What follows belongs to an exercise in optimizing a design on an open flow for small area, a short achievable clock period and few clock cycles per item; a production flow would make more cautious choices. No functional check of the RTL was part of any run shown here. No activity file was given, so power comes from the tool's default toggle rates.

==> flow/design.v, too long to show whole: its modules and the start of the top module <==
// module elrek_tx: 3089 lines
// module c_inv: 1 lines
// module c_nand2: 1 lines
// module c_nor2: 1 lines
// module c_and2: 1 lines
// module c_or2: 1 lines
// module c_or3: 1 lines
// module c_and3: 1 lines
// module c_and3b: 1 lines
// module c_nand3: 1 lines
// module c_nor2b: 1 lines
// module c_nor4: 1 lines
// module c_a21o: 1 lines
// module c_xor2: 1 lines
// module c_xnor2: 1 lines
// module c_mux2: 1 lines
// module c_mux4: 3 lines
// module c_a222oi: 3 lines
module elrek_tx (
    input  wire         clk,
    input  wire         rst,
    input  wire [30:0]  seed,
    input  wire         st_valid,
    output wire         st_ready,
    input  wire [3:0]   st_type,
    input  wire [3:0]   st_seq,
    input  wire [511:0] st_payload,
    output reg          tx_valid,
    output reg  [31:0]  tx_data
);
  // ...
==> flow/flow/run.sh <==
#!/bin/bash
# The standard layout (standard.sh), with two ORFS settings changed:
#  - ABC_LOAD_IN_FF=1: ABC sizes the small one-gate modules of the datapath
#    for a light load instead of upsizing them;
#  - port buffers use the smallest buffer cell (buf_1) rather than the delay
#    cell that buffer_ports picks by default.
# Each ORFS step keeps its own log under orfs/logs; make's output goes to
# standard.log.
set -euo pipefail
bash standard.sh ABC_LOAD_IN_FF=1 \
    "BUFFER_PORTS_ARGS=-buffer_cell sky130_fd_sc_hd__buf_1" \
    finish > standard.log 2>&1
==> flow/standard.sh <==
#!/bin/bash
# synth_recipe.tcl (not shown) runs the flow's synth.tcl, then flattens the netlist and writes it again
# the make line also repeats each setting of config.mk as NAME=value (left out here)
make -C /OpenROAD-flow-scripts/flow DESIGN_CONFIG=/design/flow/config.mk WORK_HOME=/design/flow/orfs CLKGATE_MAP_FILE= SYNTH_SCRIPT=/design/flow/synth_recipe.tcl "${@:-finish}"
==> flow/config.mk <==
export PLATFORM = sky130hd
export DESIGN_NAME = elrek_tx
export DESIGN_NICKNAME = elrek_tx
export VERILOG_FILES = /design/flow/design.v
export SDC_FILE = /design/flow/constraint.sdc
export NUM_CORES = 8
export LEC_CHECK = 0
export CAP_MARGIN = 20
export CORE_MARGIN = 2
export CORE_UTILIZATION = 55
export CTS_BUF_LIST = sky130_fd_sc_hd__clkbuf_8
export CTS_CLUSTER_SIZE = 30
export SLEW_MARGIN = 20
export SYNTH_HIERARCHICAL = 1
==> flow/constraint.sdc <==
create_clock -name core_clock -period 80.0 [get_ports {clk}]
set_input_delay 16.0000 -clock core_clock [delete_from_list [all_inputs] [get_ports {clk}]]
set_output_delay 16.0000 -clock core_clock [all_outputs]
set_load 0.01 [all_outputs]
==> reports/results.tsv, run 1 <==
stage	metric	value	unit
route	drt_iter0_drc	3794	
synth	ys_seq_elements	672	
synth	seq_area_frac_synth	52.4	%
clock_tree	cts_hold_buffers	0	
pwr	power_frac_seq	27.4	%
setup_path	reg2reg_depth	59	
setup_path	r2r_start	c[5]$_SDFF_PP0_	
pwr	power_switching	0.828	mW
global_routing	grt_usage	36.9	%
global_routing	gr-usage-met3	7.12	%
layout	final_layout_size_suffix_gt1_share	9.49	%
synth	synth_compound_area_share	5.85	%
route	routed_wl	132000	um
layout	fillers	5417	
sta	setup_viol_count_final	0	
clock_tree	htree_levels	3	
min_path	min-delay-start	fresh$_SDFFE_PP1N_	
min_path	min_to	fresh$_SDFFE_PP1N_	
pwr	cellPowerDensity	41.5	nW/um^2
layout	final_util	64.2	%
synth	synth_area	37400	sq um
synth	synth_commonest_cells	xor2_1 (903), edfxtp_1 (614), a222oi_1 (160)	
min_path	min_path_type	reg2reg	
sta	rsz0062_at_grt	false	
outcome	status	complete, no violations	
global_routing	grt_pass1_wl	184000	um
placed_design	dp_hpwl	100000	um
setup_path	worstSetupEndpoint	ready$_SDFF_PP1_	
route	drc	0	
setup_path	critPathTopFamily	simple AND/OR/NAND/NOR gates	
clock_tree	cts_setup_buffers	0	
die	tap_cells	873	
sta	tightest_slew	1.12	ns
sta	final.setup.worst_slack	62.61	ns
global_routing	grt_overflow	0	
global_routing	met1_usage	46.3	%
route	avgRoutedWirePerCell	30.1	um
==> inputs of run 2 (changes only) <==
--- a/flow/design.v
+++ b/flow/design.v
@@ -17,17 +17,18 @@
     reg          pfull;      
     reg          mk;         
     reg  [3:0]   wp;         
     reg  [30:0]  scr;
     reg  [62:0]  B;          
     reg  [5:0]   c;          
     reg          fresh;      
     reg  [10:0]  hist;       
-    assign st_ready = ready;
+    reg          ready_o;    
+    assign st_ready = ready_o;
     wire align = (tq[7:4] == T_ALIGN);
     reg  [15:0] ws;
     integer     w;
     always @(*)
         for (w = 0; w < 16; w = w + 1) ws[w] = (wp == w);
     wire x1;
     wire x2;
     wire x3;
@@ -1083,34 +1084,39 @@
     wire t1027;
     wire t1028;
     wire t1029;
     wire t1030;
     wire t1031;
     wire t1032;
     wire t1033;
     wire t1034;
-    wire t1035;
-    wire t1036;
-    wire t1037;
-    wire t1038;
-    wire t1039;
-    wire t1040;
-    wire t1041;
-    wire t1042;
-    wire t1043;
-    wire t1044;
-    wire t1045;
-    wire t1046;
-    wire t1047;
-    wire t1048;
-    wire t1049;
-    wire t1050;
-    wire t1051;
-    wire t1052;
+    wire ba;
+    wire bb;
+    wire bc;
+    wire bc9;
+    wire b30;
+    wire o1035;
+    wire o1036;
+    wire o1037;
+    wire o1038;
+    wire o1039;
+    wire o1040;
+    wire o1041;
+    wire o1042;
+    wire o1043;
+    wire o1044;
+    wire o1045;
+    wire o1046;
+    wire o1047;
+    wire o1048;
+    wire o1049;
+    wire o1050;
+    wire o1051;
+    wire o1052;
     wire t1053;
     wire t1054;
     wire t1055;
     wire t1056;
     wire t1057;
     wire t1058;
     wire t1059;
     wire t1060;
@@ -1145,16 +1151,34 @@
     wire t1089;
     wire t1090;
     wire t1091;
     wire t1092;
     wire t1093;
     wire t1094;
     wire t1095;
     wire t1096;
+    wire t1097;
+    wire t1098;
+    wire t1099;
+    wire t1100;
+    wire t1101;
+    wire t1102;
+    wire t1103;
+    wire t1104;
+    wire t1105;
+    wire t1106;
+    wire t1107;
+    wire t1108;
+    wire t1109;
+    wire t1110;
+    wire t1111;
+    wire t1112;
+    wire t1113;
+    wire t1114;
     c_xor2 u2 (P[119], P[246], x1);
     c_xor2 u3 (P[373], P[500], x2);
     c_xor2 u4 (x1, x2, x3);
     c_xor2 u5 (P[120], P[247], x4);
     c_xor2 u6 (P[374], P[501], x5);
     c_xor2 u7 (x4, x5, x6);
     c_xor2 u8 (P[121], P[248], x7);
     c_xor2 u9 (P[375], P[502], x8);
@@ -2798,80 +2822,103 @@
     c_a21o u1650 (tk[35], F2[24], F3[24], F3[25]);
     c_a21o u1651 (tk[36], F2[25], F3[25], F3[26]);
     c_a21o u1652 (tk[37], F2[26], F3[26], F3[27]);
     c_a21o u1653 (tk[38], F2[27], F3[27], F3[28]);
     c_a21o u1654 (tk[39], F2[28], F3[28], F3[29]);
     c_a21o u1655 (tk[40], F2[29], F3[29], F3[30]);
     c_a21o u1656 (tk[41], F2[30], F3[30], F3[31]);
     c_a21o u1657 (tk[42], F2[31], F3[31], F3[32]);
+    c_or3 u1658 (tk[11], tk[12], tk[13], o1035);
+    c_or3 u1659 (tk[14], tk[15], tk[16], o1036);
+    c_or2 u1660 (tk[17], tk[18], o1037);
+    c_or2 u1661 (tk[19], tk[20], o1038);
+    c_or2 u1662 (o1035, o1036, o1039);
+    c_or2 u1663 (o1037, o1038, o1040);
+    c_or2 u1664 (o1039, o1040, o1041);
+    assign ba = o1041;
+    c_or3 u1666 (tk[21], tk[22], tk[23], o1042);
+    c_or3 u1667 (tk[24], tk[25], tk[26], o1043);
+    c_or2 u1668 (tk[27], tk[28], o1044);
+    c_or2 u1669 (tk[29], tk[30], o1045);
+    c_or2 u1670 (o1042, o1043, o1046);
+    c_or2 u1671 (o1044, o1045, o1047);
+    c_or2 u1672 (o1046, o1047, o1048);
+    assign bb = o1048;
+    c_or3 u1674 (tk[31], tk[32], tk[33], o1049);
+    c_or3 u1675 (tk[34], tk[35], tk[36], o1050);
+    c_or3 u1676 (tk[37], tk[38], tk[39], o1051);
+    c_or3 u1677 (o1049, o1050, o1051, o1052);
+    assign bc9 = o1052;
+    c_or2 u1679 (bc9, tk[40], bc);
+    assign b30 = tk[41];
     assign y1[0] = A[31];
-    c_mux2 u1659 (A[30], A[31], F1[1], y1[1]);
-    c_mux2 u1660 (A[29], A[30], F1[2], y1[2]);
-    c_mux2 u1661 (A[28], A[29], F1[3], y1[3]);
-    c_mux2 u1662 (A[27], A[28], F1[4], y1[4]);
-    c_mux2 u1663 (A[26], A[27], F1[5], y1[5]);
-    c_mux2 u1664 (A[25], A[26], F1[6], y1[6]);
-    c_mux2 u1665 (A[24], A[25], F1[7], y1[7]);
-    c_mux2 u1666 (A[23], A[24], F1[8], y1[8]);
-    c_mux2 u1667 (A[22], A[23], F1[9], y1[9]);
-    c_mux2 u1668 (A[21], A[22], F1[10], y1[10]);
-    c_mux2 u1669 (A[20], A[21], F1[11], y1[11]);
-    c_mux2 u1670 (A[19], A[20], F1[12], y1[12]);
-    c_mux2 u1671 (A[18], A[19], F1[13], y1[13]);
-    c_mux2 u1672 (A[17], A[18], F1[14], y1[14]);
-    c_mux2 u1673 (A[16], A[17], F1[15], y1[15]);
-    c_mux2 u1674 (A[15], A[16], F1[16], y1[16]);
-    c_mux2 u1675 (A[14], A[15], F1[17], y1[17]);
-    c_mux2 u1676 (A[13], A[14], F1[18], y1[18]);
-    c_mux2 u1677 (A[12], A[13], F1[19], y1[19]);
-    c_mux2 u1678 (A[11], A[12], F1[20], y1[20]);
-    c_mux2 u1679 (A[10], A[11], F1[21], y1[21]);
-    c_mux2 u1680 (A[9], A[10], F1[22], y1[22]);
-    c_mux2 u1681 (A[8], A[9], F1[23], y1[23]);
-    c_mux2 u1682 (A[7], A[8], F1[24], y1[24]);
-    c_mux2 u1683 (A[6], A[7], F1[25], y1[25]);
-    c_mux2 u1684 (A[5], A[6], F1[26], y1[26]);
-    c_mux2 u1685 (A[4], A[5], F1[27], y1[27]);
-    c_mux2 u1686 (A[3], A[4], F1[28], y1[28]);
-    c_mux2 u1687 (A[2], A[3], F1[29], y1[29]);
-    c_mux2 u1688 (A[1], A[2], F1[30], y1[30]);
-    c_mux2 u1689 (A[0], A[1], F1[31], y1[31]);
+    c_mux2 u1682 (A[30], A[31], F1[1], y1[1]);
+    c_mux2 u1683 (A[29], A[30], F1[2], y1[2]);
+    c_mux2 u1684 (A[28], A[29], F1[3], y1[3]);
+    c_mux2 u1685 (A[27], A[28], F1[4], y1[4]);
+    c_mux2 u1686 (A[26], A[27], F1[5], y1[5]);
+    c_mux2 u1687 (A[25], A[26], F1[6], y1[6]);
+    c_mux2 u1688 (A[24], A[25], F1[7], y1[7]);
+    c_mux2 u1689 (A[23], A[24], F1[8], y1[8]);
+    c_mux2 u1690 (A[22], A[23], F1[9], y1[9]);
+    c_mux2 u1691 (A[21], A[22], F1[10], y1[10]);
+    c_mux2 u1692 (A[20], A[21], F1[11], y1[11]);
+    c_mux2 u1693 (A[19], A[20], F1[12], y1[12]);
+    c_mux2 u1694 (A[18], A[19], F1[13], y1[13]);
+    c_mux2 u1695 (A[17], A[18], F1[14], y1[14]);
+    c_mux2 u1696 (A[16], A[17], F1[15], y1[15]);
+    c_mux2 u1697 (A[15], A[16], F1[16], y1[16]);
+    c_mux2 u1698 (A[14], A[15], F1[17], y1[17]);
+    c_mux2 u1699 (A[13], A[14], F1[18], y1[18]);
+    c_mux2 u1700 (A[12], A[13], F1[19], y1[19]);
+    c_mux2 u1701 (A[11], A[12], F1[20], y1[20]);
+    c_mux2 u1702 (A[10], A[11], F1[21], y1[21]);
+    c_mux2 u1703 (A[9], A[10], F1[22], y1[22]);
+    c_mux2 u1704 (A[8], A[9], F1[23], y1[23]);
+    c_mux2 u1705 (A[7], A[8], F1[24], y1[24]);
+    c_mux2 u1706 (A[6], A[7], F1[25], y1[25]);
+    c_mux2 u1707 (A[5], A[6], F1[26], y1[26]);
+    c_mux2 u1708 (A[4], A[5], F1[27], y1[27]);
+    c_mux2 u1709 (A[3], A[4], F1[28], y1[28]);
+    c_mux2 u1710 (A[2], A[3], F1[29], y1[29]);
+    c_mux2 u1711 (A[1], A[2], F1[30], y1[30]);
+    c_mux2 u1712 (A[0], A[1], F1[31], y1[31]);
     assign y2[0] = y1[0];
     assign y2[1] = y1[1];
     assign y2[2] = y1[2];
     assign y2[3] = y1[3];
     assign y2[4] = y1[4];
     assign y2[5] = y1[5];
     assign y2[6] = y1[6];
     assign y2[7] = y1[7];
     assign y2[8] = y1[8];
     assign y2[9] = y1[9];
     assign y2[10] = y1[10];
-    c_mux2 u1701 (y1[11], y1[10], F2[10], y2[11]);
-    c_mux2 u1702 (y1[12], y1[11], F2[11], y2[12]);
-    c_mux2 u1703 (y1[13], y1[12], F2[12], y2[13]);
-    c_mux2 u1704 (y1[14], y1[13], F2[13], y2[14]);
-    c_mux2 u1705 (y1[15], y1[14], F2[14], y2[15]);
-    c_mux2 u1706 (y1[16], y1[15], F2[15], y2[16]);
-    c_mux2 u1707 (y1[17], y1[16], F2[16], y2[17]);
-    c_mux2 u1708 (y1[18], y1[17], F2[17], y2[18]);
-    c_mux2 u1709 (y1[19], y1[18], F2[18], y2[19]);
-    c_mux2 u1710 (y1[20], y1[19], F2[19], y2[20]);
-    c_mux2 u1711 (y1[21], y1[20], F2[20], y2[21]);
-    c_mux2 u1712 (y1[22], y1[21], F2[21], y2[22]);
-    c_mux2 u1713 (y1[23], y1[22], F2[22], y2[23]);
-    c_mux2 u1714 (y1[24], y1[23], F2[23], y2[24]);
-    c_mux2 u1715 (y1[25], y1[24], F2[24], y2[25]);
-    c_mux2 u1716 (y1[26], y1[25], F2[25], y2[26]);
-    c_mux2 u1717 (y1[27], y1[26], F2[26], y2[27]);
-    c_mux2 u1718 (y1[28], y1[27], F2[27], y2[28]);
-    c_mux2 u1719 (y1[29], y1[28], F2[28], y2[29]);
-    c_mux2 u1720 (y1[30], y1[29], F2[29], y2[30]);
-    c_mux2 u1721 (y1[31], y1[30], F2[30], y2[31]);
+    c_mux2 u1724 (y1[11], y1[10], F2[10], y2[11]);
+    c_mux2 u1725 (y1[12], y1[11], F2[11], y2[12]);
+    c_mux2 u1726 (y1[13], y1[12], F2[12], y2[13]);
+    c_mux2 u1727 (y1[14], y1[13], F2[13], y2[14]);
+    c_mux2 u1728 (y1[15], y1[14], F2[14], y2[15]);
+    c_mux2 u1729 (y1[16], y1[15], F2[15], y2[16]);
+    c_mux2 u1730 (y1[17], y1[16], F2[16], y2[17]);
+    c_mux2 u1731 (y1[18], y1[17], F2[17], y2[18]);
+    c_mux2 u1732 (y1[19], y1[18], F2[18], y2[19]);
+    c_mux2 u1733 (y1[20], y1[19], F2[19], y2[20]);
+    c_mux2 u1734 (y1[21], y1[20], F2[20], y2[21]);
+    c_mux2 u1735 (y1[22], y1[21], F2[21], y2[22]);
+    c_mux2 u1736 (y1[23], y1[22], F2[22], y2[23]);
+    c_mux2 u1737 (y1[24], y1[23], F2[23], y2[24]);
+    c_mux2 u1738 (y1[25], y1[24], F2[24], y2[25]);
+    c_mux2 u1739 (y1[26], y1[25], F2[25], y2[26]);
+    c_mux2 u1740 (y1[27], y1[26], F2[26], y2[27]);
+    c_mux2 u1741 (y1[28], y1[27], F2[27], y2[28]);
+    c_mux2 u1742 (y1[29], y1[28], F2[28], y2[29]);
+    c_mux2 u1743 (y1[30], y1[29], F2[29], y2[30]);
+    c_mux2 u1744 (y1[31], y1[30], F2[30], y2[31]);
     assign y3[0] = y2[0];
     assign y3[1] = y2[1];
     assign y3[2] = y2[2];
     assign y3[3] = y2[3];
     assign y3[4] = y2[4];
     assign y3[5] = y2[5];
     assign y3[6] = y2[6];
     assign y3[7] = y2[7];
@@ -2884,157 +2931,160 @@
     assign y3[14] = y2[14];
     assign y3[15] = y2[15];
     assign y3[16] = y2[16];
     assign y3[17] = y2[17];
     assign y3[18] = y2[18];
     assign y3[19] = y2[19];
     assign y3[20] = y2[20];
     assign y3[21] = y2[21];
-    c_mux2 u1744 (y2[22], y2[21], F3[20], y3[22]);
-    c_mux2 u1745 (y2[23], y2[22], F3[21], y3[23]);
-    c_mux2 u1746 (y2[24], y2[23], F3[22], y3[24]);
-    c_mux2 u1747 (y2[25], y2[24], F3[23], y3[25]);
-    c_mux2 u1748 (y2[26], y2[25], F3[24], y3[26]);
-    c_mux2 u1749 (y2[27], y2[26], F3[25], y3[27]);
-    c_mux2 u1750 (y2[28], y2[27], F3[26], y3[28]);
-    c_mux2 u1751 (y2[29], y2[28], F3[27], y3[29]);
-    c_mux2 u1752 (y2[30], y2[29], F3[28], y3[30]);
-    c_mux2 u1753 (y2[31], y2[30], F3[29], y3[31]);
-    c_nor2b u1754 (F1[0], tk[11], t1035);
-    assign tp[1] = t1035;
-    c_xor2 u1756 (y3[1], tp[1], ow[1]);
-    c_nor2b u1757 (F1[1], tk[12], t1036);
-    assign tp[2] = t1036;
-    c_xor2 u1759 (y3[2], tp[2], ow[2]);
-    c_nor2b u1760 (F1[2], tk[13], t1037);
-    assign tp[3] = t1037;
-    c_xor2 u1762 (y3[3], tp[3], ow[3]);
-    c_nor2b u1763 (F1[3], tk[14], t1038);
-    assign tp[4] = t1038;
-    c_xor2 u1765 (y3[4], tp[4], ow[4]);
-    c_nor2b u1766 (F1[4], tk[15], t1039);
-    assign tp[5] = t1039;
-    c_xor2 u1768 (y3[5], tp[5], ow[5]);
-    c_nor2b u1769 (F1[5], tk[16], t1040);
-    assign tp[6] = t1040;
-    c_xor2 u1771 (y3[6], tp[6], ow[6]);
-    c_nor2b u1772 (F1[6], tk[17], t1041);
-    assign tp[7] = t1041;
-    c_xor2 u1774 (y3[7], tp[7], ow[7]);
-    c_nor2b u1775 (F1[7], tk[18], t1042);
-    assign tp[8] = t1042;
-    c_xor2 u1777 (y3[8], tp[8], ow[8]);
-    c_nor2b u1778 (F1[8], tk[19], t1043);
-    assign tp[9] = t1043;
-    c_xor2 u1780 (y3[9], tp[9], ow[9]);
-    c_nor2b u1781 (F1[9], tk[20], t1044);
-    assign tp[10] = t1044;
-    c_xor2 u1783 (y3[10], tp[10], ow[10]);
-    c_nor2b u1784 (F1[10], tk[21], t1045);
-    c_and3b u1785 (F2[9], tk[20], F1[9], t1046);
-    c_or2 u1786 (t1045, t1046, tp[11]);
-    c_xor2 u1787 (y3[11], tp[11], ow[11]);
-    c_nor2b u1788 (F1[11], tk[22], t1047);
-    c_and3b u1789 (F2[10], tk[21], F1[10], t1048);
-    c_or2 u1790 (t1047, t1048, tp[12]);
-    c_xor2 u1791 (y3[12], tp[12], ow[12]);
-    c_nor2b u1792 (F1[12], tk[23], t1049);
-    c_and3b u1793 (F2[11], tk[22], F1[11], t1050);
-    c_or2 u1794 (t1049, t1050, tp[13]);
-    c_xor2 u1795 (y3[13], tp[13], ow[13]);
-    c_nor2b u1796 (F1[13], tk[24], t1051);
-    c_and3b u1797 (F2[12], tk[23], F1[12], t1052);
-    c_or2 u1798 (t1051, t1052, tp[14]);
-    c_xor2 u1799 (y3[14], tp[14], ow[14]);
-    c_nor2b u1800 (F1[14], tk[25], t1053);
-    c_and3b u1801 (F2[13], tk[24], F1[13], t1054);
-    c_or2 u1802 (t1053, t1054, tp[15]);
-    c_xor2 u1803 (y3[15], tp[15], ow[15]);
-    c_nor2b u1804 (F1[15], tk[26], t1055);
-    c_and3b u1805 (F2[14], tk[25], F1[14], t1056);
-    c_or2 u1806 (t1055, t1056, tp[16]);
-    c_xor2 u1807 (y3[16], tp[16], ow[16]);
-    c_nor2b u1808 (F1[16], tk[27], t1057);
-    c_and3b u1809 (F2[15], tk[26], F1[15], t1058);
-    c_or2 u1810 (t1057, t1058, tp[17]);
-    c_xor2 u1811 (y3[17], tp[17], ow[17]);
-    c_nor2b u1812 (F1[17], tk[28], t1059);
-    c_and3b u1813 (F2[16], tk[27], F1[16], t1060);
-    c_or2 u1814 (t1059, t1060, tp[18]);
-    c_xor2 u1815 (y3[18], tp[18], ow[18]);
-    c_nor2b u1816 (F1[18], tk[29], t1061);
-    c_and3b u1817 (F2[17], tk[28], F1[17], t1062);
-    c_or2 u1818 (t1061, t1062, tp[19]);
-    c_xor2 u1819 (y3[19], tp[19], ow[19]);
-    c_nor2b u1820 (F1[19], tk[30], t1063);
-    c_and3b u1821 (F2[18], tk[29], F1[18], t1064);
-    c_or2 u1822 (t1063, t1064, tp[20]);
-    c_xor2 u1823 (y3[20], tp[20], ow[20]);
-    c_nor2b u1824 (F1[20], tk[31], t1065);
-    c_and3b u1825 (F2[19], tk[30], F1[19], t1066);
-    c_or2 u1826 (t1065, t1066, tp[21]);
-    c_xor2 u1827 (y3[21], tp[21], ow[21]);
-    c_nor2b u1828 (F1[21], tk[32], t1067);
-    c_and3b u1829 (F2[20], tk[31], F1[20], t1068);
-    c_and3b u1830 (F3[19], tk[30], F2[19], t1069);
-    c_or3 u1831 (t1067, t1068, t1069, tp[22]);
-    c_xor2 u1832 (y3[22], tp[22], ow[22]);
-    c_nor2b u1833 (F1[22], tk[33], t1070);
-    c_and3b u1834 (F2[21], tk[32], F1[21], t1071);
-    c_and3b u1835 (F3[20], tk[31], F2[20], t1072);
-    c_or3 u1836 (t1070, t1071, t1072, tp[23]);
-    c_xor2 u1837 (y3[23], tp[23], ow[23]);
-    c_nor2b u1838 (F1[23], tk[34], t1073);
-    c_and3b u1839 (F2[22], tk[33], F1[22], t1074);
-    c_and3b u1840 (F3[21], tk[32], F2[21], t1075);
-    c_or3 u1841 (t1073, t1074, t1075, tp[24]);
-    c_xor2 u1842 (y3[24], tp[24], ow[24]);
-    c_nor2b u1843 (F1[24], tk[35], t1076);
-    c_and3b u1844 (F2[23], tk[34], F1[23], t1077);
-    c_and3b u1845 (F3[22], tk[33], F2[22], t1078);
-    c_or3 u1846 (t1076, t1077, t1078, tp[25]);
-    c_xor2 u1847 (y3[25], tp[25], ow[25]);
-    c_nor2b u1848 (F1[25], tk[36], t1079);
-    c_and3b u1849 (F2[24], tk[35], F1[24], t1080);
-    c_and3b u1850 (F3[23], tk[34], F2[23], t1081);
-    c_or3 u1851 (t1079, t1080, t1081, tp[26]);
-    c_xor2 u1852 (y3[26], tp[26], ow[26]);
-    c_nor2b u1853 (F1[26], tk[37], t1082);
-    c_and3b u1854 (F2[25], tk[36], F1[25], t1083);
-    c_and3b u1855 (F3[24], tk[35], F2[24], t1084);
-    c_or3 u1856 (t1082, t1083, t1084, tp[27]);
-    c_xor2 u1857 (y3[27], tp[27], ow[27]);
-    c_nor2b u1858 (F1[27], tk[38], t1085);
-    c_and3b u1859 (F2[26], tk[37], F1[26], t1086);
-    c_and3b u1860 (F3[25], tk[36], F2[25], t1087);
-    c_or3 u1861 (t1085, t1086, t1087, tp[28]);
-    c_xor2 u1862 (y3[28], tp[28], ow[28]);
-    c_nor2b u1863 (F1[28], tk[39], t1088);
-    c_and3b u1864 (F2[27], tk[38], F1[27], t1089);
-    c_and3b u1865 (F3[26], tk[37], F2[26], t1090);
-    c_or3 u1866 (t1088, t1089, t1090, tp[29]);
-    c_xor2 u1867 (y3[29], tp[29], ow[29]);
-    c_nor2b u1868 (F1[29], tk[40], t1091);
-    c_and3b u1869 (F2[28], tk[39], F1[28], t1092);
-    c_and3b u1870 (F3[27], tk[38], F2[27], t1093);
-    c_or3 u1871 (t1091, t1092, t1093, tp[30]);
-    c_xor2 u1872 (y3[30], tp[30], ow[30]);
-    c_nor2b u1873 (F1[30], tk[41], t1094);
-    c_and3b u1874 (F2[29], tk[40], F1[29], t1095);
-    c_and3b u1875 (F3[28], tk[39], F2[28], t1096);
-    c_or3 u1876 (t1094, t1095, t1096, tp[31]);
-    c_xor2 u1877 (y3[31], tp[31], ow[31]);
+    c_mux2 u1767 (y2[22], y2[21], F3[20], y3[22]);
+    c_mux2 u1768 (y2[23], y2[22], F3[21], y3[23]);
+    c_mux2 u1769 (y2[24], y2[23], F3[22], y3[24]);
+    c_mux2 u1770 (y2[25], y2[24], F3[23], y3[25]);
+    c_mux2 u1771 (y2[26], y2[25], F3[24], y3[26]);
+    c_mux2 u1772 (y2[27], y2[26], F3[25], y3[27]);
+    c_mux2 u1773 (y2[28], y2[27], F3[26], y3[28]);
+    c_mux2 u1774 (y2[29], y2[28], F3[27], y3[29]);
+    c_mux2 u1775 (y2[30], y2[29], F3[28], y3[30]);
+    c_mux2 u1776 (y2[31], y2[30], F3[29], y3[31]);
+    c_nor2b u1777 (F1[0], tk[11], t1053);
+    assign tp[1] = t1053;
+    c_xor2 u1779 (y3[1], tp[1], ow[1]);
+    c_nor2b u1780 (F1[1], tk[12], t1054);
+    assign tp[2] = t1054;
+    c_xor2 u1782 (y3[2], tp[2], ow[2]);
+    c_nor2b u1783 (F1[2], tk[13], t1055);
+    assign tp[3] = t1055;
+    c_xor2 u1785 (y3[3], tp[3], ow[3]);
+    c_nor2b u1786 (F1[3], tk[14], t1056);
+    assign tp[4] = t1056;
+    c_xor2 u1788 (y3[4], tp[4], ow[4]);
+    c_nor2b u1789 (F1[4], tk[15], t1057);
+    assign tp[5] = t1057;
+    c_xor2 u1791 (y3[5], tp[5], ow[5]);
+    c_nor2b u1792 (F1[5], tk[16], t1058);
+    assign tp[6] = t1058;
+    c_xor2 u1794 (y3[6], tp[6], ow[6]);
+    c_nor2b u1795 (F1[6], tk[17], t1059);
+    assign tp[7] = t1059;
+    c_xor2 u1797 (y3[7], tp[7], ow[7]);
+    c_nor2b u1798 (F1[7], tk[18], t1060);
+    assign tp[8] = t1060;
+    c_xor2 u1800 (y3[8], tp[8], ow[8]);
+    c_nor2b u1801 (F1[8], tk[19], t1061);
+    assign tp[9] = t1061;
+    c_xor2 u1803 (y3[9], tp[9], ow[9]);
+    c_nor2b u1804 (F1[9], tk[20], t1062);
+    assign tp[10] = t1062;
+    c_xor2 u1806 (y3[10], tp[10], ow[10]);
+    c_nor2b u1807 (F1[10], tk[21], t1063);
+    c_and3b u1808 (F2[9], tk[20], F1[9], t1064);
+    c_or2 u1809 (t1063, t1064, tp[11]);
+    c_xor2 u1810 (y3[11], tp[11], ow[11]);
+    c_nor2b u1811 (F1[11], tk[22], t1065);
+    c_and3b u1812 (F2[10], tk[21], F1[10], t1066);
+    c_or2 u1813 (t1065, t1066, tp[12]);
+    c_xor2 u1814 (y3[12], tp[12], ow[12]);
+    c_nor2b u1815 (F1[12], tk[23], t1067);
+    c_and3b u1816 (F2[11], tk[22], F1[11], t1068);
+    c_or2 u1817 (t1067, t1068, tp[13]);
+    c_xor2 u1818 (y3[13], tp[13], ow[13]);
+    c_nor2b u1819 (F1[13], tk[24], t1069);
+    c_and3b u1820 (F2[12], tk[23], F1[12], t1070);
+    c_or2 u1821 (t1069, t1070, tp[14]);
+    c_xor2 u1822 (y3[14], tp[14], ow[14]);
+    c_nor2b u1823 (F1[14], tk[25], t1071);
+    c_and3b u1824 (F2[13], tk[24], F1[13], t1072);
+    c_or2 u1825 (t1071, t1072, tp[15]);
+    c_xor2 u1826 (y3[15], tp[15], ow[15]);
+    c_nor2b u1827 (F1[15], tk[26], t1073);
+    c_and3b u1828 (F2[14], tk[25], F1[14], t1074);
+    c_or2 u1829 (t1073, t1074, tp[16]);
+    c_xor2 u1830 (y3[16], tp[16], ow[16]);
+    c_nor2b u1831 (F1[16], tk[27], t1075);
+    c_and3b u1832 (F2[15], tk[26], F1[15], t1076);
+    c_or2 u1833 (t1075, t1076, tp[17]);
+    c_xor2 u1834 (y3[17], tp[17], ow[17]);
+    c_nor2b u1835 (F1[17], tk[28], t1077);
+    c_and3b u1836 (F2[16], tk[27], F1[16], t1078);
+    c_or2 u1837 (t1077, t1078, tp[18]);
+    c_xor2 u1838 (y3[18], tp[18], ow[18]);
+    c_nor2b u1839 (F1[18], tk[29], t1079);
+    c_and3b u1840 (F2[17], tk[28], F1[17], t1080);
+    c_or2 u1841 (t1079, t1080, tp[19]);
+    c_xor2 u1842 (y3[19], tp[19], ow[19]);
+    c_nor2b u1843 (F1[19], tk[30], t1081);
+    c_and3b u1844 (F2[18], tk[29], F1[18], t1082);
+    c_or2 u1845 (t1081, t1082, tp[20]);
+    c_xor2 u1846 (y3[20], tp[20], ow[20]);
+    c_nor2b u1847 (F1[20], tk[31], t1083);
+    c_and3b u1848 (F2[19], tk[30], F1[19], t1084);
+    c_or2 u1849 (t1083, t1084, tp[21]);
+    c_xor2 u1850 (y3[21], tp[21], ow[21]);
+    c_nor2b u1851 (F1[21], tk[32], t1085);
+    c_and3b u1852 (F2[20], tk[31], F1[20], t1086);
+    c_and3b u1853 (F3[19], tk[30], F2[19], t1087);
+    c_or3 u1854 (t1085, t1086, t1087, tp[22]);
+    c_xor2 u1855 (y3[22], tp[22], ow[22]);
+    c_nor2b u1856 (F1[22], tk[33], t1088);
+    c_and3b u1857 (F2[21], tk[32], F1[21], t1089);
+    c_and3b u1858 (F3[20], tk[31], F2[20], t1090);
+    c_or3 u1859 (t1088, t1089, t1090, tp[23]);
+    c_xor2 u1860 (y3[23], tp[23], ow[23]);
+    c_nor2b u1861 (F1[23], tk[34], t1091);
+    c_and3b u1862 (F2[22], tk[33], F1[22], t1092);
+    c_and3b u1863 (F3[21], tk[32], F2[21], t1093);
+    c_or3 u1864 (t1091, t1092, t1093, tp[24]);
+    c_xor2 u1865 (y3[24], tp[24], ow[24]);
+    c_nor2b u1866 (F1[24], tk[35], t1094);
+    c_and3b u1867 (F2[23], tk[34], F1[23], t1095);
+    c_and3b u1868 (F3[22], tk[33], F2[22], t1096);
+    c_or3 u1869 (t1094, t1095, t1096, tp[25]);
+    c_xor2 u1870 (y3[25], tp[25], ow[25]);
+    c_nor2b u1871 (F1[25], tk[36], t1097);
+    c_and3b u1872 (F2[24], tk[35], F1[24], t1098);
+    c_and3b u1873 (F3[23], tk[34], F2[23], t1099);
+    c_or3 u1874 (t1097, t1098, t1099, tp[26]);
+    c_xor2 u1875 (y3[26], tp[26], ow[26]);
+    c_nor2b u1876 (F1[26], tk[37], t1100);
+    c_and3b u1877 (F2[25], tk[36], F1[25], t1101);
+    c_and3b u1878 (F3[24], tk[35], F2[24], t1102);
+    c_or3 u1879 (t1100, t1101, t1102, tp[27]);
+    c_xor2 u1880 (y3[27], tp[27], ow[27]);
+    c_nor2b u1881 (F1[27], tk[38], t1103);
+    c_and3b u1882 (F2[26], tk[37], F1[26], t1104);
+    c_and3b u1883 (F3[25], tk[36], F2[25], t1105);
+    c_or3 u1884 (t1103, t1104, t1105, tp[28]);
+    c_xor2 u1885 (y3[28], tp[28], ow[28]);
+    c_nor2b u1886 (F1[28], tk[39], t1106);
+    c_and3b u1887 (F2[27], tk[38], F1[27], t1107);
+    c_and3b u1888 (F3[26], tk[37], F2[26], t1108);
+    c_or3 u1889 (t1106, t1107, t1108, tp[29]);
+    c_xor2 u1890 (y3[29], tp[29], ow[29]);
+    c_nor2b u1891 (F1[29], tk[40], t1109);
+    c_and3b u1892 (F2[28], tk[39], F1[28], t1110);
+    c_and3b u1893 (F3[27], tk[38], F2[27], t1111);
+    c_or3 u1894 (t1109, t1110, t1111, tp[30]);
+    c_xor2 u1895 (y3[30], tp[30], ow[30]);
+    c_nor2b u1896 (F1[30], tk[41], t1112);
+    c_and3b u1897 (F2[29], tk[40], F1[29], t1113);
+    c_and3b u1898 (F3[28], tk[39], F2[28], t1114);
+    c_or3 u1899 (t1112, t1113, t1114, tp[31]);
+    c_xor2 u1900 (y3[31], tp[31], ow[31]);
     assign tp[0] = pend;
-    c_inv u1879 (hist[0], hn0);
-    c_mux2 u1880 (A[31], hn0, pend, ow[0]);
+    c_inv u1902 (hist[0], hn0);
+    c_mux2 u1903 (A[31], hn0, pend, ow[0]);
     wire [15:0] marker = {tq, chk};
-    wire        complete = c[5] | (c[4:0] == 5'd31 & F1[31]) | (c[4:0] == 5'd30 & F2[30]) |
-                           (c[4:0] == 5'd29 & F3[29]);
-    wire [5:0]  u = 6'd29 + {5'd0, ~F3[29]} + {5'd0, ~F2[30]} + {5'd0, ~F1[31]};
+    wire        g1 = pend | ba | bb | bc | b30;
+    wire        g2 = (pend & (ba | bb | bc)) | (ba & (bb | bc)) | (bb & bc);
+    wire        g3 = (pend & ((ba & bb) | (ba & bc9) | (bb & bc9))) | (ba & bb & bc9);
+    wire        complete = c[5] | (c[4:0] == 5'd31 & g1) | (c[4:0] == 5'd30 & g2) |
+                           (c[4:0] == 5'd29 & g3);
+    wire [5:0]  u = 6'd29 + {5'd0, ~g3} + {5'd0, ~g2} + {5'd0, ~g1};
     wire [30:0] scr_next = ks[30:0];
     wire [5:0] c1   = complete ? c - u : c;
     wire [5:0] c1e  = c1;
     wire       n_mw = pfull & mk & (c1e <= 6'd15);              
     wire       n_m  = pfull & mk & ~n_mw & (c1e <= 6'd47);      
     wire       n_w  = pfull & ~mk & (c1e <= 6'd31);             
     wire       take = n_mw | n_w;                               
     wire       last = take & (wp == 4'd15);
@@ -3057,16 +3107,17 @@
                         ow[16], ow[17], ow[18], ow[19], ow[20], ow[21], ow[22], ow[23],
                         ow[24], ow[25], ow[26], ow[27], ow[28], ow[29], ow[30], ow[31]};
         if (n_m)  B <= {B[46:0], marker};
         if (n_w)  B <= {B[30:0], word};
         if (n_mw) B <= {B[14:0], marker, word};
         if (rst) begin
             scr      <= seed;
             ready    <= 1'b1;
+            ready_o  <= 1'b1;
             pfull    <= 1'b0;
             mk       <= 1'b0;
             wp       <= 4'd0;
             c        <= 6'd0;
             fresh    <= 1'b1;
             tx_valid <= 1'b0;
         end else begin
             tx_valid <= complete;
@@ -3077,16 +3128,18 @@
                 pfull <= 1'b1;
                 mk    <= 1'b1;
                 wp    <= 4'd0;
             end else begin
                 pfull <= pfull_n;
                 mk    <= mk & ~(n_m | n_mw);
                 wp    <= wp_n;
             end
+            ready_o <= !(ready && st_valid) &&
+                     (!pfull_n || (!mk && wp_n == 4'd15 && c_ne <= 6'd60));
             ready <= !(ready && st_valid) &&
                      (!pfull_n || (!mk && wp_n == 4'd15 && c_ne <= 6'd60));
         end
     end
 endmodule
 module c_inv   (input a, output y);                   assign y = ~a;            endmodule
 module c_nand2 (input a, input b, output y);          assign y = ~(a & b);      endmodule
 module c_nor2  (input a, input b, output y);          assign y = ~(a | b);      endmodule
==> flow/flow/run.sh (replaced) <==
#!/bin/bash
set -euo pipefail
bash standard.sh ABC_LOAD_IN_FF=1 \
    "BUFFER_PORTS_ARGS=-buffer_cell sky130_fd_sc_hd__buf_1" \
    "CTS_ARGS=-sink_clustering_enable -repair_clock_nets -sink_clustering_size 20 -sink_clustering_max_diameter 100 -buf_list sky130_fd_sc_hd__clkbuf_16 -dont_use_dummy_load" \
    finish > standard.log 2>&1
==> reports/results.tsv, run 2 <==
stage	metric	value	unit	change
outcome	status	complete, no violations		
global_routing	grt_overflow	0		unchanged
setup_path	start_kind	flop		
layout	layout_commonest_cell	xor2_1		
synth	synth_async_sr_flop_share	0	%	
die	start_util	55.3	%	
placed_design	portBuffers	587		
setup_path	r2r_start	c[5]$_SDFF_PP0_		
clock_tree	clkSinkCount	672		
route	wl_met2	65300	um	
setup_path	rr_endpoint	hist[0]$_SDFFE_PP1N_		
die	ios	588		
min_path	min-delay-start	fresh$_SDFFE_PP1N_		
sta	tightest_slew	1.26	ns	+0.139 ns
global_routing	grt_pass1_vias	26500		
min_path	min_path_type	reg2reg		
layout	layout_common_cells	xor2_1 (904), edfxtp_1 (614), buf_1 (586)		
synth	synth_commonest_cells	xor2_1 (904), edfxtp_1 (614), mux2_1 (177)		
global_routing	grt_pass1_wl	182000	um	-1.1%
clock_tree	path_clk_slew	0.08	ns	
die	core_area	68200	sq um	
sta	fin_hold_ws	0.450	ns	
sta	clock-skew-final	0.0623	ns	
sta	slew_headroom	15.8	%	
route	dr.pass1.iters	10		
synth	seq_area_frac_synth	52.0	%	-0.39 points
min_path	whs_path_depth	1		
setup_path	cp-end-kind	output pin		
layout	top_register	P		
synth	synthFlopType	edfxtp_1		
global_routing	grt_usage	36.3	%	-0.60 points
sta	hold_violations	0		
sta	setup_viol_count_final	0		unchanged
job	drv_cap	0		
setup_path	regToRegSetupSlack	65.17	ns	
clock_tree	clockBufferDepth	3		
die	die-width	266	um	
pwr	p_total	1.68	mW	
route	wl_met1	47700	um	
setup_path	critPathKind	reg2out		
setup_path	reg2reg_depth	47		-20%
pwr	peakVddDrop	0.0779	mV	
synth	yosysWarnings	7		
setup_path	critPathTopFamily	flip-flops		
route	vias_per_cell	6.25		
route	final_antenna_net_count	0		
die	die_y	266	um	
layout	fin_nets	3912		
pwr	cellPowerDensity	39.6	nW/um^2	-4.6%
setup_path	cp_max_fo	14		
setup_path	slowest_delay	0.56	ns	
clock_tree	post_cts_resized	0		
layout	reg_top3	P (512), B (63), tx_data (32)		
global_routing	grt_max_degree	181		
clock_tree	htree_levels	2		-1
synth	yosysTopAreaCell	edfxtp_1		
route	highest_layer	met5		
route	drc	0		unchanged
sta	final.setup.worst_slack	62.65	ns	+0.0340 ns
layout	final_layout_size_suffix_gt1_share	8.28	%	-1.2 points
synth	synth.most_common_cell	xor2_1		
global_routing	antenna_found_initial	42		
sta	fin_crit	17.35	ns	
sta	fmax	57.6	MHz	
clock_tree	root_buffer	clkbuf_16		
sta	rsz0062_at_grt	false		
route	avgRoutedWirePerCell	30.8	um	+2.4%
setup_path	cp_slowest_cell	dfxtp_4		
route	vias	26700		
die	die_area	70700	sq um	
synth	synth_edf_count	614		
placed_design	pre_cts_ws	62.32	ns	
placed_design	dp_hpwl	100000	um	about the same
clock_tree	numCtsBuffers	43		
sta	finalCritPeriodShare	21.7	%	
layout	largest_reg_flops	512		
layout	area_growth	12.7	%	
clock_tree	cts_setup_buffers	0		unchanged
pwr	leakage	15.9	nW	
clock_tree	insertion_delay	0.63	ns	
clock_tree	cts_hold_buffers	0		unchanged
setup_path	arrival	1.35	ns	
setup_path	path_cells	buf_1		
sta	fin_setup_tns	0	ns	
synth	ys_seq_elements	672		unchanged
synth	synth.top_cells.by_area	edfxtp_1 (49%), xor2_1 (21%), mux2_1 (5.3%), mux4_2 (4.3%), a222oi_1 (4.2%)		
sta	slew_violations	0		
setup_path	cp_num_buf_inv	1		
synth	postSynthCellCount	2702		
route	routed_wl	132000	um	-0.29%
clock_tree	cts_tree	done		
placed_design	place.gp.congestion	0.958		
synth	synth_area_per_cell	14.0	sq um	
synth	synth_top_area_share	48.9	%	
setup_path	crit_required	64.00	ns	
synth	ys_types	50		
min_path	min_to	fresh$_SDFFE_PP1N_		
synth	synth_area	37700	sq um	+0.76%
die	rows	96		
route	drt_iter0_drc	3783		-0.29%
route	dr_wl_met3	12700	um	
run 2: cell types whose count changed in the layout (fill, tap and decap cells not counted), moves of 33 or more:
cell       previous run  this run
clkbuf_8            114         0
clkbuf_16             0        43
mux2_2               55        96
inv_1                50        10
mux2i_1              39         0
nor2_1               48         9
nand2_1              37        70
run 2: per-layer routing:
metal / global-route usage, % / vias up
met4: 16.3 / 6
met3: 7.48 / 303
met5: 0 / -
li1: - / 11600
met2: 61.5 / 1639
met1: 44.9 / 13200
run 2: cell type report:
type	instances	area, sq um
Antenna cell	42	105
Clock buffer	43	1080
Fill cell	5339	25700
Inverter	10	37.5
Multi-Input combinational cell	1998	18100
Sequential cell	672	19600
Tap cell	882	1100
Timing Repair Buffer	622	2490
run 2: worst max path at each step:
stage / start / endpoint / depth (start not counted)
finish: ready$_SDFF_PP1_ / st_ready / 1
global route: ready$_SDFF_PP1_ / st_ready / 1
CTS: ready$_SDFF_PP1_ / st_ready / 1
detailed placement: rst / scr[24]$_DFFE_PP_ / 3
global placement: rst / scr[26]$_DFFE_PP_ / 3
floorplan: ready$_SDFF_PP1_ / st_ready / 0
run 2: where the power goes:
group	switching, mW	leakage [nW]	internal (mW)
combinational	0.609	8.75	0.374
sequential	0.0340	6.67	0.457
clock	0.115	0.530	0.0953
total	0.758	15.9	0.926
run 2: logic make-up after synthesis:
| logic type | Yosys count | share of synthesized area, % |
|---|---|---|
| xor gates and xnor gates | 911 | 21.2 |
| DFF | 672 | 52.0 |
| and+or+nand+nor | 505 | 8.11 |
| muxes | 345 | 12.4 |
| AOI/OAI and AO/OA | 222 | 5.44 |
| buffers and inverters | 33 | 0.415 |
| adders and majority gates | 13 | 0.458 |
| other | 1 | 0.00994 |
run 2: modules after synthesis, one instance, submodules excluded, excerpt:
module	flip-flops and latches	cells	cell area, sq um
c_a21o	0	1	7.51
c_and2	0	1	6.26
c_and3	0	1	6.26
c_nand2	0	1	3.75
c_nor4	0	1	6.26
c_or2	0	1	6.26
c_xnor2	0	1	8.76
c_xor2	0	1	8.76
run 2: metrics by stage:
step | std cells | cell area (sq um) | util (%)
finish | 4269 | 42500 | 62.3
global route | 4264 | 42500 | 62.3
CTS | 4227 | 42400 | 62.2
detailed placement | 4184 | 41300 | 60.6
global placement | 4184 | 41300 | 60.6
floorplan | 2703 | 37700 | -
==> inputs of run 3 (changes only) <==
==> flow/flow/run.sh (replaced) <==
#!/bin/bash
set -euo pipefail
bash standard.sh ABC_LOAD_IN_FF=1 \
    "BUFFER_PORTS_ARGS=-buffer_cell sky130_fd_sc_hd__buf_1" \
    "CTS_ARGS=-sink_clustering_enable -repair_clock_nets -sink_clustering_size 14 -sink_clustering_max_diameter 60 -buf_list sky130_fd_sc_hd__clkbuf_8 -dont_use_dummy_load" \
    finish > standard.log 2>&1
==> reports/results.tsv, run 3 <==
stage	metric	value	unit	change
synth	synthFlopType	edfxtp_1		
placed_design	pre_cts_ws	62.32	ns	unchanged
setup_path	path_cells	buf_1		
sta	hold_violations	0		unchanged
clock_tree	clkSinkCount	672		unchanged
route	avgRoutedWirePerCell	30.8	um	about the same
setup_path	start_kind	flop		
clock_tree	post_cts_resized	0		unchanged
sta	slew_violations	0		unchanged
setup_path	cp-end-kind	output pin		
placed_design	portBuffers	587		unchanged
placed_design	placed_cells_incl_taps	4184		unchanged
synth	postSynthCellCount	2702		unchanged
synth	synthMuxAreaShare	12.4	%	unchanged
sta	finalCritPeriodShare	21.8	%	+0.092 points
sta	tightest_slew	1.32	ns	+0.0566 ns
die	die_area	70700	sq um	unchanged
layout	final_area	42400	sq um	-0.36%
route	drc	0		unchanged
sta	fin_crit	17.43	ns	+0.0733 ns
route	routed_wl	132000	um	+0.39%
clock_tree	path_clk_slew	0.08	ns	about the same
global_routing	grt_usage	36.4	%	+0.084 points
layout	fin_nets	3937		+0.64%
synth	synth_area	37700	sq um	unchanged
setup_path	crit_required	64.00	ns	about the same
pwr	leakage	15.9	nW	-0.26%
placed_design	place.gp.congestion	0.958		unchanged
clock_tree	root_buffer	clkbuf_8		
die	ios	588		unchanged
clock_tree	cts_setup_buffers	0		unchanged
pwr	peakVddDrop	0.0758	mV	-2.7%
sta	clock-skew-final	0.0978	ns	+0.0355 ns
sta	setup_viol_count_final	0		unchanged
clock_tree	htree_levels	3		+1
synth	ys_seq_elements	672		unchanged
sta	fin_setup_tns	0	ns	unchanged
synth	synth_top_area_share	48.9	%	unchanged
clock_tree	insertion_delay	0.67	ns	+0.04 ns
synth	synth.most_common_cell	xor2_1		
synth	synthAdderAreaFrac	0.458	%	unchanged
synth	yosysTopAreaCell	edfxtp_1		
placed_design	placed_area	41300	sq um	unchanged
synth	ys_types	50		unchanged
setup_path	critPathKind	reg2out		
setup_path	slowest_delay	0.55	ns	about the same
die	core_area	68200	sq um	unchanged
route	drt_iter0_drc	3741		-1.1%
placed_design	dp_hpwl	100000	um	unchanged
layout	reg_top3	P (512), B (63), tx_data (32)		
global_routing	antenna_found_initial	42		unchanged
route	dr.pass1.iters	9		-1
global_routing	grt_overflow	0		unchanged
global_routing	grt_max_degree	181		unchanged
job	drv_cap	0		unchanged
route	final_antenna_net_count	0		unchanged
sta	rsz0062_at_grt	false		
outcome	status	complete, no violations		
clock_tree	clockBufferDepth	3		unchanged
min_path	min_path_type	reg2reg		
layout	final_layout_size_suffix_gt1_share	8.96	%	+0.68 points
synth	synth-simple-area-share	8.11	%	unchanged
setup_path	arrival	1.43	ns	+0.08 ns
layout	top_register	P		
die	die-width	266	um	unchanged
synth	synth_top_family_by_area	XOR/XNOR gates		
synth	seq_area_frac_synth	52.0	%	unchanged
setup_path	cp_slowest_cell	dfxtp_4		
clock_tree	cts_tree	done		
global_routing	grt_pass1_wl	183000	um	about the same
synth	yosysWarnings	7		unchanged
layout	largest_reg_flops	512		unchanged
sta	fmax	57.4	MHz	-0.42%
synth	synth_async_sr_flop_share	0	%	unchanged
synth	synth_edf_count	614		unchanged
setup_path	cp_max_fo	14		unchanged
global_routing	grt_pass1_vias	26800		+0.88%
clock_tree	numCtsBuffers	68		+58%
synth	synth.top_cells.by_area	edfxtp_1 (49%), xor2_1 (21%), mux2_1 (5.3%), mux4_2 (4.3%), a222oi_1 (4.2%)		
pwr	cellPowerDensity	39.3	nW/um^2	-0.89%
die	rows	96		unchanged
synth	synth_commonest_cells	xor2_1 (904), edfxtp_1 (614), mux2_1 (177)		
layout	layout_common_cells	xor2_1 (904), edfxtp_1 (614), buf_1 (586)		
layout	final_cells	4288		+0.45%
setup_path	critPathTopFamily	flip-flops		
setup_path	cp_num_buf_inv	1		unchanged
synth	synth_area_per_cell	14.0	sq um	unchanged
route	vias_per_cell	6.29		+0.64%
route	vias	27000		+1.1%
die	die_y	266	um	unchanged
clock_tree	cts_hold_buffers	0		unchanged
sta	final.setup.worst_slack	62.57	ns	-0.0733 ns
sta	slew_headroom	12.0	%	-3.8 points
layout	layout_commonest_cell	xor2_1		
synth	synthXorXnorAreaFrac	21.2	%	unchanged
layout	area_growth	12.3	%	
synth	synth_compound_area_share	5.44	%	unchanged
die	start_util	55.3	%	unchanged
[run 3: changes by cell type in the layout (fill, tap and decap cells not counted), sizes merged]
cell / before / now
diode: 42 / 36
clkbuf: 44 / 69
[run 3: Yosys stat by module, one instance, submodules excluded, excerpt]
module / area (sq um) / flip-flops and latches / cells / times used
elrek_tx: 22100 / 672 / 982 / 1
c_mux4: 22.5 / 0 / 1 / 72
c_mux2: 11.3 / 0 / 1 / 147
c_a222oi: 10.0 / 0 / 1 / 160
c_xor2: 8.76 / 0 / 1 / 902
c_xnor2: 8.76 / 0 / 1 / 4
c_and3b: 8.76 / 0 / 1 / 72
c_a21o: 7.51 / 0 / 1 / 29
c_nor2b: 6.26 / 0 / 1 / 71
c_nor4: 6.26 / 0 / 1 / 36
c_and3: 6.26 / 0 / 1 / 1
c_or3: 6.26 / 0 / 1 / 18
c_and2: 6.26 / 0 / 1 / 23
c_nand2: 3.75 / 0 / 1 / 32
c_nor2: 3.75 / 0 / 1 / 1
c_inv: 3.75 / 0 / 1 / 1
[run 3: kinds of logic (layout without fill, tap and decap cells)]
group	count (synthesis)	count (layout)
AOI/OAI and AO/OA	222	222
muxes	345	345
adders and majority gates	13	13
xor gates and xnor gates	911	911
other	1	38
DFF	672	672
and+or+nand+nor	505	505
buffers and inverters	33	700
[run 3: power breakdown]
| group | leakage [nW] | internal [mW] | switching [mW] |
|---|---|---|---|
| Sequential | 6.67 | 0.457 | 0.0342 |
| Combinational | 8.75 | 0.374 | 0.606 |
| Clock | 0.489 | 0.0759 | 0.115 |
| Total | 15.9 | 0.907 | 0.756 |
[run 3: path summary, 6_finish.rpt]
kind,start,endpoint,slack (ns),depth (start not counted)
worst max-delay path,ready$_SDFF_PP1_,st_ready,62.57,1
worst min-delay path,fresh$_SDFFE_PP1N_,fresh$_SDFFE_PP1N_,0.45,1
worst max register to register,c[5]$_SDFF_PP0_,hist[0]$_SDFFE_PP1N_,65.14,47
worst min register to register,fresh$_SDFFE_PP1N_,fresh$_SDFFE_PP1N_,0.45,1
[run 3: area by class of cell]
cell class	count	area (sq um)
diodes	36	90.1
multi-input cells	1998	18100
flip-flops and latches	672	19600
repair buffers	622	2490
clock buffers	68	936
fillers	5392	25900
inverters	10	37.5
well taps	882	1100
[run 3: metal layers]
layer | vias up | track usage [%] | routed length [um]
met3 | 341 | 7.44 | 12500
met1 | 13400 | 44.9 | 48100
met2 | 1661 | 61.4 | 64800
met5 | - | 0 | 96
li1 | 11600 | - | -
met4 | 14 | 17.5 | 6480
[run 3: through the flow]
step / utilization, % / hold WS (ns) / power [mW]
finish: 62.1 / 0.448 / 1.66
global route: 62.1 / 0.480 / 1.73
CTS: 62.0 / 0.450 / 1.64
detailed placement: 60.6 / 0.438 / 1.45
global placement: 60.6 / 0.430 / 1.44
floorplan: - / 0.419 / 1.16

afterwards: timing with drivers on the ports:
No port has a modelled driver above. Below, the same layouts with a new extraction and two added sets of constraints. Step 1 sets driving cells, clkbuf_16 on the clock port and buf_2 on the other inputs (assumed; they add their load-dependent delay and slew). Step 2, shift: input delay + t, output delay - t, t = (earliest + latest rising clock arrival at the registers) / 2. This alone moves slack from input paths to output paths. Three values: ideal, step 1, step 2; two values: the first two.
run	t (ns)	slack for setup (ns)	worst setup path after step 2	cell pins on the clock port's net
run 1	0.826	62.612 / 62.588 / 62.293	input to register	1
run 2	0.660	62.646 / 62.579 / 62.305	input to register	1
run 3	0.714	62.573 / 62.505 / 62.322	input to register	1
After both steps every run listed still meets setup and hold. The setup slack of run 2, which loses most, moves by -0.067 ns with the drivers and by -0.341 ns with both steps.
